What follows belongs to an exercise in optimizing a design on an open flow for small area, a short achievable clock period and few clock cycles per item; a production flow would make more cautious choices. In this exercise RTL edits were held to simulation tests only and were not proved equivalent to the original.

==> trial 92 <==
// loop_core
module loop_core (
    input  wire        clk,
    input  wire        rst,             
    input  wire        req_valid,
    output wire        req_ready,
    input  wire [1:0]  req_op,          
    input  wire [2:0]  req_loop,
    input  wire        req_src_int,     
    input  wire        req_ref_reset,   
    input  wire        req_u_zero,      
    input  wire [8:0]  req_clr,         
    input  wire [31:0] req_sp,
    input  wire [31:0] req_mg,
    input  wire [31:0] req_mo,
    input  wire [31:0] req_x,
    input  wire [31:0] req_y,
    input  wire        req_y_valid,
    input  wire [31:0] req_vdc,
    input  wire [31:0] req_grid,
    input  wire [31:0] req_vg,
    input  wire [31:0] c_kp,
    input  wire [31:0] c_ki,
    input  wire [31:0] c_kf,
    input  wire [31:0] c_imin,
    input  wire [31:0] c_imax,
    input  wire [31:0] c_umin,
    input  wire [31:0] c_umax,
    input  wire [31:0] c_slew,
    input  wire [31:0] c_ramp,
    input  wire [31:0] c_rmin,
    input  wire [31:0] c_rmax,
    input  wire        c_inv,
    input  wire [2:0]  c_ff_sel,
    output reg         rsp_valid,
    output reg  [31:0] rsp_r,
    output reg  [31:0] rsp_e,
    output reg  [31:0] rsp_p,
    output reg  [31:0] rsp_i,
    output reg  [31:0] rsp_f,
    output reg  [31:0] rsp_u,
    output reg  [8:0]  rsp_flags,       
    output reg  [8:0]  rsp_hit          
);
    localparam F_REF = 0, F_FB = 1, F_ERR = 2, F_P = 3, F_INT = 4,
               F_FF = 5, F_SUM = 6, F_OUT = 7, F_PRE = 8;
    localparam [31:0] MAXV = 32'h7fffffff;
    localparam [31:0] MINV = 32'h80000000;
    function [32:0] sadd;
        input [31:0] a, b;
        reg [32:0] s;
        begin
            s = {a[31], a} + {b[31], b};
            if (s[32] != s[31])
                sadd = {1'b1, s[32] ? MINV : MAXV};
            else
                sadd = {1'b0, s[31:0]};
        end
    endfunction
    function [32:0] ssub;
        input [31:0] a, b;
        reg [32:0] s;
        begin
            s = {a[31], a} - {b[31], b};
            if (s[32] != s[31])
                ssub = {1'b1, s[32] ? MINV : MAXV};
            else
                ssub = {1'b0, s[31:0]};
        end
    endfunction
    function [32:0] sclamp;
        input [31:0] x, lo, hi;
        begin
            if ($signed(x) < $signed(lo))
  ...
==> flow/config.mk <==
export PLATFORM = sky130hd
export DESIGN_NAME = loop_core
export DESIGN_NICKNAME = loop_core
export VERILOG_FILES = /design/flow/design.v
export SDC_FILE = /design/flow/constraint.sdc
export NUM_CORES = 4
export LEC_CHECK = 0
export ABC_AREA = 1
export CAP_MARGIN = 20
export CORE_MARGIN = 2
export CORE_UTILIZATION = 55
export PLACE_DENSITY = 0.65
export SETUP_SLACK_MARGIN = 5
export SLEW_MARGIN = 20
==> flow/constraint.sdc <==
create_clock -name core_clock -period 13.0 [get_ports {clk}]
set_input_delay 2.6000 -clock core_clock [delete_from_list [all_inputs] [get_ports {clk}]]
set_output_delay 2.6000 -clock core_clock [all_outputs]
set_load 0.01 [all_outputs]
run.sh (not shown) runs the stock make flow with config.mk's settings and CLKGATE_MAP_FILE= SYNTH_SCRIPT=/design/flow/synth_recipe.tcl, a recipe that flattens the netlist after the stock synthesis.
==> trial 67 (differences from trial 92) <==
--- a/flow/design.v
+++ b/flow/design.v
@@ -115,11 +115,11 @@
                          ((v0 && req_loop == s0_loop) || (v1 && req_loop == s1_loop)));
     wire accept = req_valid && req_ready;
     reg [1:0]  s0_op;
     reg        s0_src_int, s0_ref_reset, s0_u_zero, s0_y_valid, s0_inv, s0_ffr;
     reg [8:0]  s0_clr;
-    reg [31:0] s0_spmo, s0_mg, s0_y, s0_ff;    
+    reg [31:0] s0_sp, s0_mg, s0_mo, s0_y, s0_ff;
     reg [47:0] s0_xb;      
     reg [31:0] s0_kp, s0_ki, s0_kf, s0_imin, s0_imax, s0_umin, s0_umax;
     reg [31:0] s0_slew, s0_ramp, s0_rmin, s0_rmax;
     wire [31:0] in_y = req_y_valid ? req_y : 32'd0;
     reg  [31:0] in_ff;
@@ -136,11 +136,11 @@
         s0_op <= req_op;           s0_loop <= req_loop;
         s0_src_int <= req_src_int; s0_ref_reset <= req_ref_reset;
         s0_u_zero <= req_u_zero;   s0_clr <= req_clr;
         s0_y_valid <= req_y_valid; s0_inv <= c_inv;
         s0_ffr <= (c_ff_sel == 3'd2);
-        s0_spmo <= req_src_int ? req_sp : req_mo; s0_mg <= req_mg; s0_xb <= booth(req_x);
+        s0_sp <= req_sp; s0_mg <= req_mg; s0_mo <= req_mo; s0_xb <= booth(req_x);
         s0_y <= in_y;    s0_ff <= in_ff;
         s0_kp <= c_kp;     s0_ki <= c_ki;     s0_kf <= c_kf;
         s0_imin <= c_imin; s0_imax <= c_imax;
         s0_umin <= c_umin; s0_umax <= c_umax;
         s0_slew <= c_slew; s0_ramp <= c_ramp;
@@ -149,29 +149,29 @@
     wire [32:0] t_m;
     mulq29b mul_map (.a(s0_mg), .bneg(s0_xb[15:0]), .bone(s0_xb[31:16]), .btwo(s0_xb[47:32]), .y(t_m));
     reg [1:0]  s1_op;
     reg        s1_src_int, s1_ref_reset, s1_u_zero, s1_inv, s1_ffr;
     reg [8:0]  s1_clr, s1_hit;
-    reg [31:0] s1_spmo, s1_m, s1_y, s1_ff;
+    reg [31:0] s1_sp, s1_m, s1_mo, s1_y, s1_ff;
     reg [31:0] s1_kp, s1_ki, s1_kf, s1_imin, s1_imax, s1_umin, s1_umax;
     reg [31:0] s1_slew, s1_ramp, s1_rmin, s1_rmax;
     always @(posedge clk) begin
         s1_op <= s0_op;           s1_loop <= s0_loop;
         s1_src_int <= s0_src_int; s1_ref_reset <= s0_ref_reset;
         s1_u_zero <= s0_u_zero;   s1_clr <= s0_clr;
         s1_inv <= s0_inv;         s1_ffr <= s0_ffr;
         s1_hit <= {7'd0, !s0_y_valid, t_m[32] && !s0_src_int};
-        s1_spmo <= s0_spmo; s1_m <= t_m[31:0];
+        s1_sp <= s0_sp; s1_m <= t_m[31:0]; s1_mo <= s0_mo;
         s1_y <= s0_y;   s1_ff <= s0_ff;
         s1_kp <= s0_kp;     s1_ki <= s0_ki;     s1_kf <= s0_kf;
         s1_imin <= s0_imin; s1_imax <= s0_imax;
         s1_umin <= s0_umin; s1_umax <= s0_umax;
         s1_slew <= s0_slew; s1_ramp <= s0_ramp;
         s1_rmin <= s0_rmin; s1_rmax <= s0_rmax;
     end
-    wire [32:0] t_map  = sadd(s1_spmo, s1_m);
-    wire [31:0] rt_raw = s1_src_int ? s1_spmo : t_map[31:0];
+    wire [32:0] t_map  = sadd(s1_mo, s1_m);
+    wire [31:0] rt_raw = s1_src_int ? s1_sp : t_map[31:0];
     wire [32:0] t_rt   = sclamp(rt_raw, s1_rmin, s1_rmax);
     reg [2:0]  s2_loop;
     reg [1:0]  s2_op;
     reg        s2_ref_reset, s2_u_zero, s2_inv, s2_ffr;
     reg [8:0]  s2_clr, s2_hit;
@@ -260,12 +260,12 @@
         s4_p <= t_p[31:0]; s4_f <= t_f[31:0]; s4_k <= t_k[31:0];
         s4_imin <= s3_imin; s4_imax <= s3_imax;
         s4_umin <= s3_umin; s4_umax <= s3_umax;
         s4_slew <= s3_slew;
     end
-    wire [31:0] i_old = s4_iu;     
-    wire [31:0] uu4   = s4_iu;
+    wire [31:0] i_old = s4_iold;
+    wire [31:0] uu4   = s4_uu;
     wire        umax_m = (s4_umax == MAXV);
     wire        umin_m = (s4_umin == MINV);
     wire        imax_m = (s4_imax == MAXV);
     wire        imin_m = (s4_imin == MINV);
     wire [35:0] f_hi   = sx(MAXV) + sx(s4_f);
@@ -392,20 +392,18 @@
     wire        u_dovp = !u_d[35] && ovf36(u_d);
     wire        u_flag = ovf36(u_d) || (u_gt && !(u_dovp && s6_slew == MAXV)) || u_lt ||
                          (u_gt && uup_ov) || (u_lt && udn_ov);
     wire [8:0]  o_hit  = s6_hit | (u_flag ? (9'd1 << F_OUT) : 9'd0);
     wire [8:0]  f_new  = s6_op[1] ? (s6_fold & ~s6_clr) : (s6_fold | o_hit);
-    reg [31:0] s2_rprev, s4_iu, s6_uold;
+    reg [31:0] s2_rprev, s4_iold, s4_uu, s6_uold;
     reg [8:0]  s6_fold;
     always @(posedge clk) begin
         s2_rprev <= (s1_op == 2'd1 && s1_ref_reset) ? s1_y :
                     (v2 && !s2_op[1] && s2_loop == s1_loop) ? r_new : st_r[s1_loop];
-        if (s3_op == 2'd1)
-            s4_iu <= s3_u_zero ? 32'd0 :
-                     (v6 && !s6_op[1] && s6_loop == s3_loop) ? u_new : st_u[s3_loop];
-        else
-            s4_iu <= (v4 && !s4_op[1] && s4_loop == s3_loop) ? i_new : st_i[s3_loop];
+        s4_iold  <= (v4 && !s4_op[1] && s4_loop == s3_loop) ? i_new : st_i[s3_loop];
+        s4_uu    <= (s3_op == 2'd1 && s3_u_zero) ? 32'd0 :
+                    (v6 && !s6_op[1] && s6_loop == s3_loop) ? u_new : st_u[s3_loop];
         s6_uold  <= (v6 && !s6_op[1] && s6_loop == s5_loop) ? u_new : st_u[s5_loop];
         s6_fold  <= (v6 && s6_loop == s5_loop) ? f_new : st_f[s5_loop];
     end
     always @(posedge clk) begin
         rsp_r     <= s6_r;
--- a/flow/config.mk
+++ b/flow/config.mk
@@ -6,9 +6,8 @@
 export NUM_CORES = 4
 export LEC_CHECK = 0
 export ABC_AREA = 1
 export CAP_MARGIN = 20
 export CORE_MARGIN = 2
-export CORE_UTILIZATION = 55
-export PLACE_DENSITY = 0.65
+export CORE_UTILIZATION = 40
 export SETUP_SLACK_MARGIN = 5
 export SLEW_MARGIN = 20
==> build 24 (differences from trial 92) <==
--- a/flow/design.v
+++ b/flow/design.v
@@ -243,16 +243,17 @@
     mulq29b mul_p (.a(s3_kp), .bneg(s3_eb[15:0]),  .bone(s3_eb[31:16]),  .btwo(s3_eb[47:32]),  .y(t_p));
     mulq29b mul_f (.a(s3_kf), .bneg(s3_ffb[15:0]), .bone(s3_ffb[31:16]), .btwo(s3_ffb[47:32]), .y(t_f));
     mulq29b mul_k (.a(s3_ki), .bneg(s3_eb[15:0]),  .bone(s3_eb[31:16]),  .btwo(s3_eb[47:32]),  .y(t_k));
     reg [2:0]  s4_loop;
     reg [1:0]  s4_op;
-    reg        s4_u_zero;
+    reg        s4_u_zero, s4_ho;      
     reg [8:0]  s4_clr, s4_hit;
     reg [31:0] s4_r, s4_e, s4_p, s4_f, s4_k;
     reg [31:0] s4_imin, s4_imax, s4_umin, s4_umax, s4_slew;
     always @(posedge clk) begin
         s4_op <= s3_op;   s4_loop <= s3_loop;
+        s4_ho <= (s3_op == 2'd1);
         s4_u_zero <= s3_u_zero; s4_clr <= s3_clr;
         s4_hit <= s3_hit;
         if (t_p[32]) s4_hit[F_P] <= 1'b1;
         if (t_f[32]) s4_hit[F_FF] <= 1'b1;
         if (t_k[32] && s3_op == 2'd0) s4_hit[F_INT] <= 1'b1;
@@ -261,11 +262,10 @@
         s4_imin <= s3_imin; s4_imax <= s3_imax;
         s4_umin <= s3_umin; s4_umax <= s3_umax;
         s4_slew <= s3_slew;
     end
     wire [31:0] i_old = s4_iu;     
-    wire [31:0] uu4   = s4_iu;
     wire        umax_m = (s4_umax == MAXV);
     wire        umin_m = (s4_umin == MINV);
     wire        imax_m = (s4_imax == MAXV);
     wire        imin_m = (s4_imin == MINV);
     wire [35:0] f_hi   = sx(MAXV) + sx(s4_f);
@@ -274,58 +274,59 @@
     wire        fhi_gt = !fhi_g[35];
     wire        fhi_lt = $signed(sx(MAXV) + sx(s4_f) - sx(s4_umin)) < 0;
     wire [35:0] flo_g  = sx(MINV) + sx(s4_f) + ~sx(s4_umax);
     wire        flo_gt = !flo_g[35];
     wire        flo_lt = $signed(sx(MINV) + sx(s4_f) - sx(s4_umin)) < 0;
-    wire [35:0] c_pi   = sx(s4_p) + sx(i_old);
-    wire        pi_hi  = !c_pi[35] && c_pi[31];
-    wire        pi_lo  = c_pi[35] && !c_pi[31];
-    wire [35:0] c_n3   = sx(s4_p) + sx(i_old) + sx(s4_f);
-    wire [35:0] n3_g   = sx(s4_p) + sx(i_old) + sx(s4_f) + ~sx(s4_umax);
-    wire        n3_gt  = !n3_g[35];
-    wire        n3_lt  = $signed(sx(s4_p) + sx(i_old) + sx(s4_f) - sx(s4_umin)) < 0;
-    wire        v_gt   = (pi_hi ? fhi_gt : pi_lo ? flo_gt : n3_gt) && !umax_m;
-    wire        v_lt   = (pi_hi ? fhi_lt : pi_lo ? flo_lt : n3_lt) && !umin_m;
-    wire        v_ovf  = pi_hi ? ovf36(f_hi) : pi_lo ? ovf36(f_lo) : ovf36(c_n3);
+    wire        ho     = s4_ho;
+    wire [35:0] hm     = {36{ho}};
+    wire [35:0] hc     = {35'd0, ho};
+    wire [35:0] x_p    = sx(s4_p) ^ hm;
+    wire [35:0] x_f    = sx(s4_f) ^ hm;
+    wire [31:0] l_hi   = ho ? s4_imax : s4_umax;
+    wire [31:0] l_lo   = ho ? s4_imin : s4_umin;
+    wire [35:0] c_x1   = sx(i_old) + x_p + hc;                        
+    wire        x1_hi  = !c_x1[35] && c_x1[31];
+    wire        x1_lo  = c_x1[35] && !c_x1[31];
+    wire [35:0] c_x2   = sx(i_old) + x_p + x_f + {hc[34:0], 1'b0};    
+    wire [35:0] x2_g   = sx(i_old) + x_p + x_f + ~sx(l_hi) + {hc[34:0], 1'b0};
+    wire [35:0] x2_l   = sx(i_old) + x_p + x_f + ~sx(l_lo) + {hc[34:0], 1'b0} + 36'd1;
+    wire        n_gt   = !x2_g[35];
+    wire        n_lt   = x2_l[35];
+    wire        v_gt   = (x1_hi ? fhi_gt : x1_lo ? flo_gt : n_gt) && !umax_m;
+    wire        v_lt   = (x1_hi ? fhi_lt : x1_lo ? flo_lt : n_lt) && !umin_m;
+    wire        v_ovf  = x1_hi ? ovf36(f_hi) : x1_lo ? ovf36(f_lo) : ovf36(c_x2);
     wire        k_pos  = !s4_k[31] && (s4_k != 32'd0);
     wire        integ  = !((v_gt && k_pos) || (v_lt && s4_k[31]));
     wire [35:0] c_ik   = sx(i_old) + sx(s4_k);
     wire        ik_lt  = $signed(sx(i_old) + sx(s4_k) - sx(s4_imin)) < 0;
     wire [35:0] ik_g   = sx(i_old) + sx(s4_k) + ~sx(s4_imax);
     wire        ik_gt  = !ik_g[35];
     wire [31:0] i_cyc  = ik_lt ? s4_imin : ik_gt ? s4_imax : c_ik[31:0];
     wire        ik_flag = ovf36(c_ik) || (ik_lt && !imin_m) || (ik_gt && !imax_m);
-    wire [35:0] h_up   = sx(uu4) - sx(s4_p);
-    wire        up_hi  = !h_up[35] && h_up[31];
-    wire        up_lo  = h_up[35] && !h_up[31];
     wire [35:0] z_mx   = sx(MAXV) - sx(s4_f);
     wire [35:0] z_mn   = sx(MINV) - sx(s4_f);
-    wire [35:0] z_n    = sx(uu4) - sx(s4_p) - sx(s4_f);
     wire        zmx_lt = $signed(sx(MAXV) - sx(s4_f) - sx(s4_imin)) < 0;
     wire [35:0] zmx_g  = sx(MAXV) + ~sx(s4_f) + ~sx(s4_imax) + 36'd1;
     wire        zmx_gt = !zmx_g[35];
     wire        zmn_lt = $signed(sx(MINV) - sx(s4_f) - sx(s4_imin)) < 0;
     wire [35:0] zmn_g  = sx(MINV) + ~sx(s4_f) + ~sx(s4_imax) + 36'd1;
     wire        zmn_gt = !zmn_g[35];
-    wire        zn_lt  = $signed(sx(uu4) - sx(s4_p) - sx(s4_f) - sx(s4_imin)) < 0;
-    wire [35:0] zn_g   = sx(uu4) + ~sx(s4_p) + ~sx(s4_f) + ~sx(s4_imax) + 36'd2;
-    wire        zn_gt  = !zn_g[35];
-    wire [35:0] h_z    = up_hi ? z_mx : up_lo ? z_mn : z_n;
-    wire        z_lt   = up_hi ? zmx_lt : up_lo ? zmn_lt : zn_lt;
-    wire        z_gt   = up_hi ? zmx_gt : up_lo ? zmn_gt : zn_gt;
+    wire [35:0] h_z    = x1_hi ? z_mx : x1_lo ? z_mn : c_x2;
+    wire        z_lt   = x1_hi ? zmx_lt : x1_lo ? zmn_lt : n_lt;
+    wire        z_gt   = x1_hi ? zmx_gt : x1_lo ? zmn_gt : n_gt;
     wire [31:0] i_ho   = z_lt ? s4_imin : z_gt ? s4_imax : h_z[31:0];
     reg  [31:0] i_new;
     reg  [8:0]  i_hit;
     always @* begin
         i_hit = s4_hit;
         i_new = i_old;
         if (s4_op == 2'd1) begin
             i_new = i_ho;
-            if (up_hi || up_lo || ovf36(h_z))                i_hit[F_INT] = 1'b1;
+            if (x1_hi || x1_lo || ovf36(h_z))                i_hit[F_INT] = 1'b1;
             if ((z_lt && !imin_m) || (z_gt && !imax_m))      i_hit[F_PRE] = 1'b1;
         end else if (s4_op == 2'd0) begin
-            if (pi_hi || pi_lo || v_ovf) i_hit[F_SUM] = 1'b1;
+            if (x1_hi || x1_lo || v_ovf) i_hit[F_SUM] = 1'b1;
             if (integ) begin
                 i_new = i_cyc;
                 if (ik_flag) i_hit[F_INT] = 1'b1;
             end
         end
==> notes <==
- Of trial 92 and trial 67, trial 92 has the higher global-route usage (gap 11 points).
- The highest via count belongs to trial 92, the lowest to build 24.
- In build 24 the synthesized area is smaller than in trial 67, by about 3%.
- Wire length: trial 67 is higher than trial 92 (about 5%).
- Worst setup slack: build 24 < trial 92 < trial 67.
- Design area: trial 67 > trial 92 > build 24.
- Core utilization: build 24 is higher than trial 92 (0.45 points).
- Flip-flop and latch count: trial 92 is lower than build 24 (1).
- The highest clock skew belongs to trial 67, the lowest to trial 92.
- Between trial 67 and build 24, the lower die area is in build 24 (gap about 40%, measured against build 24).
==> figures <==
item	trial 92	build 24	trial 67
Inverters, non-clock	4,610	4,312	4,680
Worst path max stage delay	0.92 ns	0.70 ns	0.70 ns
Die outline area	497,000 sq um	485,000 sq um	687,000 sq um
Setup fix buffers added after clock tree synthesis	13	30	21
Number of global-route vias before repair	235k	227k	235k
Worst reg2reg setup slack	5.08 ns	5.07 ns	5.12 ns
Multi-input combinational area share	53.5%	52.9%	52.4%
Place WS	3.27 ns	2.51 ns	2.60 ns
Count of clock tree sinks	3,904	3,905	4,000
Met1 Track Usage GR	56.6%	57.4%	41.2%
Via count	243k	236k	240k
Outcome	timing/DRC/antenna clean	timing/DRC/antenna clean	timing/DRC/antenna clean
Met1 Routed Length	425,000 um	418,000 um	455,000 um
Utilization after layout	61.3%	61.8%	45.3%
Most prevalent standard cell on the critical path	-	sky130_fd_sc_hd__fa_1	sky130_fd_sc_hd__fa_1
Clock tree buffer count of the final layout	532	536	577
Clock Skew	0.106 ns	0.125 ns	0.146 ns
Wire length of the first global-routing pass	1,610,000 um	1,580,000 um	1,690,000 um
Largest fanout on the critical path	43	61	40
Worst slack on hold paths	0.267 ns	0.255 ns	0.282 ns
Testbench counts of trial 92, summed over its fixed seeds: cycles 4,937, items 4,800.
Testbench counts of trial 67, summed over its fixed seeds: cycles 4,937, items 4,800.
Testbench counts of build 24, summed over its fixed seeds: cycles 4,937, items 4,800.

## what the ideal ports hide
In the flow no input, the clock included, has a driving cell. The finished layouts below were timed again as built, in two steps.
Step 1, drivers: a clkbuf_16 drives clk and a buf_2 each remaining input, both assumed.
Step 2 times the ports against the registers' clock, not the clock port: input delays grow and output delays shrink by t, the midpoint of the rising clock arrivals with the driver on.
Slacks: no drivers / after step 1 / after step 2; pairs: no drivers / after step 1.
run | t (ns) | setup slack, ns | slew at the worst register clock pin (ns)
trial 92 | 1.194 | 5.082 / 5.020 / 5.020 | 0.09 / 0.09
trial 67 | 1.178 | 5.122 / 5.122 / 5.122 | 0.08 / 0.08
build 24 | 1.173 | 5.074 / 5.074 / 5.074 | 0.08 / 0.08
After both steps every run listed still meets setup and hold. For trial 92, which loses most, drivers alone change the setup slack by -0.062 ns; drivers and shift together by -0.062 ns.
